This design comes from an exercise in tuning for small area, a short achievable clock period and few clock cycles per item on the open sky130 flow, not from production work.
Only simulation tests tie the RTL to the original design; equivalence was not proved.

==> run Z <==
## le_task_unit
module le_task_unit (
    input  wire        clk,
    input  wire        rst,
    input  wire        start,
    input  wire [3:0]  typ,
    input  wire        en,
    input  wire        first,
    input  wire [4:0]  sh_a,
    input  wire [4:0]  sh_b,
    input  wire [4:0]  sh_c,
    input  wire [4:0]  sh_s,
    input  wire [5:0]  exp0,
    input  wire [5:0]  exp1,
    input  wire [23:0] k0,
    input  wire [23:0] k1,
    input  wire [23:0] k2,
    input  wire [23:0] k3,
    input  wire [23:0] k4,
    input  wire [23:0] k5,
    input  wire [23:0] k6,
    input  wire [23:0] k7,
    input  wire [47:0] src_a,
    input  wire [47:0] src_b,
    input  wire [47:0] src_c,
    input  wire [47:0] src_s,
    input  wire [23:0] st_out0,
    input  wire [23:0] st_out1,
    input  wire [31:0] st_w2,
    input  wire [31:0] st_w3,
    input  wire [31:0] st_w4,
    input  wire [31:0] st_w5,
    output reg         done,
    output reg  [23:0] out0,
    output reg  [23:0] out1,
    output reg  [31:0] w2_o,
    output reg  [31:0] w3_o,
    output reg  [31:0] w4_o,
    output reg  [31:0] w5_o,
    output reg         cfg_err,
    output reg         acc_sat,
    output reg         res_sat,
    output reg  [2:0]  sat_cnt
);
    localparam [3:0] T_PID = 4'h1, T_FF = 4'h2, T_BIQUAD = 4'h4, T_LIMIT = 4'h7, T_GEAR = 4'h8;
    function [23:0] sat24;
        input [25:0] v;
        begin
            if (!v[25] && v[24:23] != 2'b00)
                sat24 = 24'h7FFFFF;
            else if (v[25] && (v[24:23] != 2'b11 || v[22:0] == 23'd0))
                sat24 = 24'h800001;
            else
                sat24 = v[23:0];
        end
    endfunction
    function [25:0] sx26;
        input [23:0] v;
        begin
            sx26 = {{2{v[23]}}, v};
        end
    endfunction
    reg        busy;
    reg [2:0]  step;
  ...
make LEC_CHECK=0 CAP_MARGIN=40 CORE_MARGIN=2 CORE_UTILIZATION=40 PLACE_DENSITY=0.55 SLEW_MARGIN=40 finish   # period 40.0 ns
run.sh (not shown) runs the stock make flow with config.mk's settings and CLKGATE_MAP_FILE= SYNTH_SCRIPT=/design/flow/synth_recipe.tcl, a recipe that flattens the netlist after the stock synthesis.
==> inputs of run C, as changes to run Z <==
--- a/flow/design.v
+++ b/flow/design.v
@@ -71,17 +71,17 @@
     wire in_keep = !(in_pid || in_ff || in_bq || in_lim0 || in_lim1 || in_gear);
     wire s1 = step == 3'd1;
     wire s2 = step == 3'd2;
     wire s3 = step == 3'd3;
     wire s4 = step == 3'd4;
     wire s5 = step == 3'd5;
     wire s6 = step == 3'd6;
     wire s7 = step == 3'd7;
-    wire clr_st = first && (ty_pid || ty_bq);
+    reg  f_first, clr_st;       
     wire [23:0] x1 = clr_st ? 24'd0 : st_w2[23:0];
     wire [23:0] x2 = clr_st ? 24'd0 : st_w3[23:0];
     wire [23:0] y1 = clr_st ? 24'd0 : st_w4[23:0];
     wire [23:0] y2 = clr_st ? 24'd0 : st_w5[23:0];
     wire [47:0] pid_i = clr_st ? 48'd0 : {st_w3[15:0], st_w2};
     reg  [24:0] kr, xr;         
     reg  [57:0] acc;            
     reg  [23:0] accx;           
@@ -183,18 +183,18 @@
             if (in_ff || in_lim1) n_cs = 2'd1;
             if (in_pid) begin n_rk = k_pide; n_rse = 1'b1; end
         end else begin
             if (ty_gear && s3) n_rk = k_sha;
             if (ty_pid && s4)  n_rk = k_e1;
         end
     end
     wire        p_neg = (kr[24] ^ xr[24]) && (|kr) && (|xr);     
-    wire        c_rnd = exp0[5] && exp0 != 6'h3F;                  
-    wire [4:0]  c_pos = 5'd30 - exp0[4:0];                         
+    wire        c_rnd = wk[5] && wk != 6'd32;                      
+    wire [4:0]  c_pos = wk[4:0] - 5'd1;                            
     wire [30:0] c_one = 31'd1 << c_pos;
     wire [30:0] c_msk = ~({31{1'b1}} << c_pos);
     wire [30:0] c_pid = !c_rnd ? 31'd0 : p_neg ? c_msk : c_one;
     wire sel_acc = (ty_ff && s2) || (ty_bq && (s2 || s3 || s4 || s5));
     wire sel_hi  = ty_gear && s2;
     wire sel_pid = ty_pid && s3;
     wire [49:0] m_add = sel_acc ? {{2{acc[47]}}, acc[47:0]} :
                         sel_hi  ? {{26{acc[47]}}, acc[47:24]} :
@@ -266,55 +266,52 @@
                         (i_sum > $signed({{3{i_hi[47]}}, i_hi})) ? i_hi : i_sum[47:0];
     wire [47:0] ri_i = {w3_o[15:0], w2_o};
     wire [48:0] ri_t = {ri_i[47], ri_i} + 49'h80_0000 - {48'd0, ri_i[47]};
     wire [25:0] ri = {ri_t[48], ri_t[48:24]};
     wire [66:0] g_v = {ws_f[65], ws_f} - {{19{src_b[47]}}, src_b};
     wire [67:0] g_dd = {{2{ws_f[65]}}, ws_f} - {{20{src_b[47]}}, src_b} - {{4{st_w3[31]}}, st_w3, st_w2};
     wire        g_vneg = ws_ovf ? w_neg : g_v[66];
     wire        g_fits = !ws_ovf && (&g_v[66:63] || !(|g_v[66:63]));
-    wire [63:0] g_d0 = first ? g_v[63:0] : {st_w3, st_w2};
+    wire [63:0] g_d0 = f_first ? g_v[63:0] : {st_w3, st_w2};
     wire        g_dbig = !(&g_dd[67:49] || !(|g_dd[67:49]));
     wire [49:0] g_dsat = g_dd[67] ? {1'b1, 49'd0} : {1'b0, {49{1'b1}}};
     wire [49:0] g_vsat = g_vneg ? {1'b1, 49'd0} : {1'b0, {49{1'b1}}};
-    wire [49:0] g_diff = first ? (g_fits ? 50'd0 : g_vsat) :
+    wire [49:0] g_diff = f_first ? (g_fits ? 50'd0 : g_vsat) :
                          ws_ovf ? g_vsat :
                          g_dbig ? g_dsat : g_dd[49:0];
     wire [23:0] lx = sat24(sx26(xr[23:0]) + sx26(out0));         
-    wire [24:0] lim_r = k2[23] ? -{k2[23], k2} : {k2[23], k2};
     wire signed [25:0] lim_prev = {{2{st_w2[23]}}, st_w2[23:0]};
-    wire signed [25:0] lim_up = lim_prev + $signed({lim_r[24], lim_r});
-    wire signed [25:0] lim_dn = lim_prev - $signed({lim_r[24], lim_r});
-    wire        lim_rate = k2 != 24'd0 && !first;
+    wire signed [25:0] lim_pa = lim_prev + $signed(sx26(k2));
+    wire signed [25:0] lim_pb = lim_prev - $signed(sx26(k2));
+    wire signed [25:0] lim_up = k2[23] ? lim_pb : lim_pa;
+    wire signed [25:0] lim_dn = k2[23] ? lim_pa : lim_pb;
+    wire        lim_rate = k2 != 24'd0 && !f_first;
     wire signed [25:0] lim_k0 = $signed(sx26(k0));
     wire signed [25:0] lim_k1 = $signed(sx26(k1));
     wire signed [25:0] lim_l0 = !lim_rate ? lim_k0 : (lim_k0 < lim_dn) ? lim_dn : (lim_k0 > lim_up) ? lim_up : lim_k0;
-    wire signed [25:0] lim_h  = !lim_rate ? lim_k1 : (lim_k1 < lim_dn) ? lim_dn : (lim_k1 > lim_up) ? lim_up : lim_k1;
-    wire signed [25:0] lim_l  = ($signed(k0) > $signed(k1)) ? lim_h : lim_l0;
-    wire signed [25:0] lim_x  = $signed(sx26(lx));
-    wire [23:0] lim_out = (lim_x < lim_l) ? lim_l[23:0] : (lim_x > lim_h) ? lim_h[23:0] : lx;
+    wire signed [25:0] lim_h0 = !lim_rate ? lim_k1 : (lim_k1 < lim_dn) ? lim_dn : (lim_k1 > lim_up) ? lim_up : lim_k1;
+    wire signed [25:0] lim_l1 = ($signed(k0) > $signed(k1)) ? lim_h0 : lim_l0;
+    wire signed [23:0] lim_l  = acc[47:24];
+    wire signed [23:0] lim_h  = acc[23:0];
+    wire [23:0] lim_out = ($signed(lx) < lim_l) ? lim_l : ($signed(lx) > lim_h) ? lim_h : lx;
     wire [23:0] l1x = sat24(sx26(out0) + sx26(out1));              
     wire [23:0] lim_abs = l1x[23] ? -l1x : l1x;
     wire [23:0] lim_split0 = ($signed(lim_abs) > $signed(k1)) ? k1 : lim_abs;
-    wire [23:0] lim_lead = sat24(l1x[23] ? -sx26(k3) : sx26(k3));
+    wire [23:0] lim_k3 = (k3 == 24'h800000) ? 24'h800001 : k3;    
+    wire [23:0] lim_out1 = sat24(l1x[23] ? sx26(rsr_q) - sx26(lim_k3) : sx26(rsr_q) + sx26(lim_k3));
     wire [23:0] e_reg = w5_o[23:0];
     wire [23:0] pid_de = sat24(sx26(rsr_q) - sx26(y2));            
     wire [23:0] pid_dd = sat24(sx26(rsr_q) - sx26(y1));            
     wire [23:0] d_new = sat24(sx26(sat24(sx26(y1))) + sx26(rsr_q));
-    wire [23:0] po_d = w4_o[23:0];
-    wire [23:0] po_s = out0;
-    wire [26:0] po_c = {ri[25], ri} + {{3{po_d[23]}}, po_d} + {{3{po_s[23]}}, po_s};
-    wire [25:0] po_l1 = po_d[23] ? 26'h3800001 : sx26(po_d) - 26'h07FFFFF;
-    wire [25:0] po_h1 = po_d[23] ? sx26(po_d) + 26'h07FFFFF : 26'h07FFFFF;
-    wire [23:0] po_l = sat24(po_l1 + sx26(po_s));
-    wire [23:0] po_h = sat24(po_h1 + sx26(po_s));
-    wire signed [27:0] po_t = $signed({{4{rsr_q[23]}}, rsr_q}) + $signed({po_c[26], po_c});
-    wire [23:0] pid_o3 = (po_t < $signed(po_l)) ? po_l : (po_t > $signed(po_h)) ? po_h : po_t[23:0];
+    wire [23:0] pid_o1 = sat24(sx26(rsr_q) + ri);
+    wire [23:0] pid_o2 = sat24(sx26(out1) + sx26(w4_o[23:0]));
+    wire [23:0] pid_o3 = sat24(sx26(pid_o2) + sx26(out0));
     wire fin = busy && ((ty_keep && s1) || (ty_lim0 && s2) || (ty_ff && s3) || (ty_lim1 && s3) ||
-                        (ty_gear && s4) || (ty_bq && s6) || (ty_pid && s6));
+                        (ty_gear && s4) || (ty_bq && s6) || (ty_pid && s7));
     always @(posedge clk) begin
         if (rst) begin
             busy <= 1'b0;
             step <= 3'd0;
             done <= 1'b0;
         end else begin
             done <= fin;
             if (!busy) begin
@@ -335,16 +332,18 @@
             ty_ff   <= in_ff;
             ty_bq   <= in_bq;
             ty_lim0 <= in_lim0;
             ty_lim1 <= in_lim1;
             ty_gear <= in_gear;
             ty_keep <= in_keep;
             ty_cfg  <= en;
             wk      <= k_e0;
+            f_first <= first;
+            clr_st  <= first && (in_pid || in_bq);
             xr      <= in_gear ? {1'b0, src_a[23:0]} : {cv_q[23], cv_q};
             kr      <= {k0[23], k0};
             acc     <= p_x;
             stk     <= p_stk;
             w2_o    <= {8'd0, cv_q};
             cfg_err <= 1'b0;
             acc_sat <= 1'b0;
             res_sat <= 1'b0;
@@ -384,17 +383,20 @@
                     w4_o <= {8'd0, rsr_q};
                     out0 <= sat24(sx26(rsr_q) + sx26(out0));
                     w3_o <= {8'd0, x1};
                     w5_o <= {8'd0, y1};
                     if (rsr_ovf) begin res_sat <= 1'b1; sat_cnt <= sat_cnt + 3'd1; end
                 end
             end
             if (ty_lim0) begin
-                if (s1) out0 <= cv_q;
+                if (s1) begin
+                    out0 <= cv_q;
+                    acc  <= {10'd0, lim_l1[23:0], lim_h0[23:0]};
+                end
                 if (s2) begin
                     out0 <= lim_out;
                     w2_o <= {8'd0, lim_out};
                 end
             end
             if (ty_lim1) begin
                 if (s1) begin
                     out0 <= xr[23:0];
@@ -402,17 +404,17 @@
                     kr   <= {k4[23], k4};
                 end
                 if (s2) begin
                     acc  <= m_acc;
                     out1 <= cv_q;
                 end
                 if (s3) begin
                     out0 <= lim_split0;
-                    out1 <= sat24(sx26(lim_lead) + sx26(rsr_q));
+                    out1 <= lim_out1;
                     if (rsr_ovf) begin res_sat <= 1'b1; sat_cnt <= sat_cnt + 3'd1; end
                 end
             end
             if (ty_pid) begin
                 if (s1) begin
                     w5_o <= {8'd0, rsr_q};
                     xr   <= {pid_de[23], pid_de};
                     kr   <= {k2[23], k2};
@@ -439,19 +441,20 @@
                     xr      <= {e_reg[23], e_reg};
                 end
                 if (s5) begin
                     w4_o <= {8'd0, d_new};
                     acc  <= m_acc;
                     if (rsr_ovf) begin res_sat <= 1'b1; sat_cnt <= sat_cnt + 3'd1; end
                 end
                 if (s6) begin
-                    out0 <= pid_o3;
+                    out1 <= pid_o1;
                     if (rsr_ovf) begin res_sat <= 1'b1; sat_cnt <= sat_cnt + 3'd1; end
                 end
+                if (s7) out0 <= pid_o3;
             end
             if (ty_gear) begin
                 if (s1) begin
                     acc  <= m_acc;
                     xr   <= {src_a[47], src_a[47:24]};
                     out0 <= cv_q;
                 end
                 if (s2) begin
==> qor summary <==
Status: run C complete, no violations; run Z complete, no violations
Post-Route M1 WL: run C 272000 um; run Z 278000 um
Required @ worst endpoint: run C 40600 ps; run Z 40510 ps
Signal buf overhead: run C 9.26%; run Z 8.58%
Arithmetic-cell share of the synthesized area counting full adders, half adders and majority gates: run C 19.5%; run Z 19.9%
Cell area after layout: run C 126000 um^2; run Z 133000 um^2
Destination of the worst hold path: run C res_sat; run Z acc_sat
Top cell by count, worst path: run C o21ai_0; run Z a21oi_1
Sequential portion of the cell area: run C 6.94%; run Z 6.57%
R2r worst-path depth: run C 54; run Z 42
Core Region: run C 276000 um^2; run Z 293000 um^2
Starting density of the core: run C 40.2%; run Z 40.1%
Syn Std Cell Area: run C 111000 um^2; run Z 118000 um^2
Worst reg2reg endpoint: run C w2_o[26]; run Z w2_o[16]
Slowest stage cell on the critical path: run C clkdlybuf4s50_1; run Z a222oi_1
Post-place setup slack: run C 20650 ps; run Z 18790 ps
DR iter-0 viols: run C 20600; run Z 19900
Average wire length per cell after detail routing: run C 37.3 um; run Z 35.6 um
Top achievable clock speed: run C 51.0 MHz; run Z 48.4 MHz
Detail-routed via count per cell: run C 6.90; run Z 6.81
Non-clock inverters: run C 1060; run Z 1134
Testbench counts of run Z, summed over its fixed seeds: cycles 37,065, items 6,400.
Testbench counts of run C, summed over its fixed seeds: cycles 39,136, items 6,400.

[static timing again, ports no longer ideal]
In the flow no input, the clock included, has a driving cell. The finished layouts below were timed again as built, in two steps. Step 1 assumes that a clkbuf_16 drives the clock port and a buf_2 every other input. Step 2, shift: input delay + t, output delay - t, t = (earliest + latest rising clock arrival at the registers) / 2. This alone moves slack from input paths to output paths. a / b / c = ideal / step 1 / step 2; a / b = the first two.
run	t, ns	setup slack, ns	latest minus earliest clock arrival (ns)	cell pins on the clock port's net
run Z	0.897	19.324 / 19.418 / 18.520	0.046 / 0.047	1
run C	0.852	20.382 / 20.328 / 19.476	0.147 / 0.147	1
After both steps every run listed still meets setup and hold. For run C, which loses most, drivers alone change the setup slack by -0.054 ns; drivers and shift together by -0.906 ns.
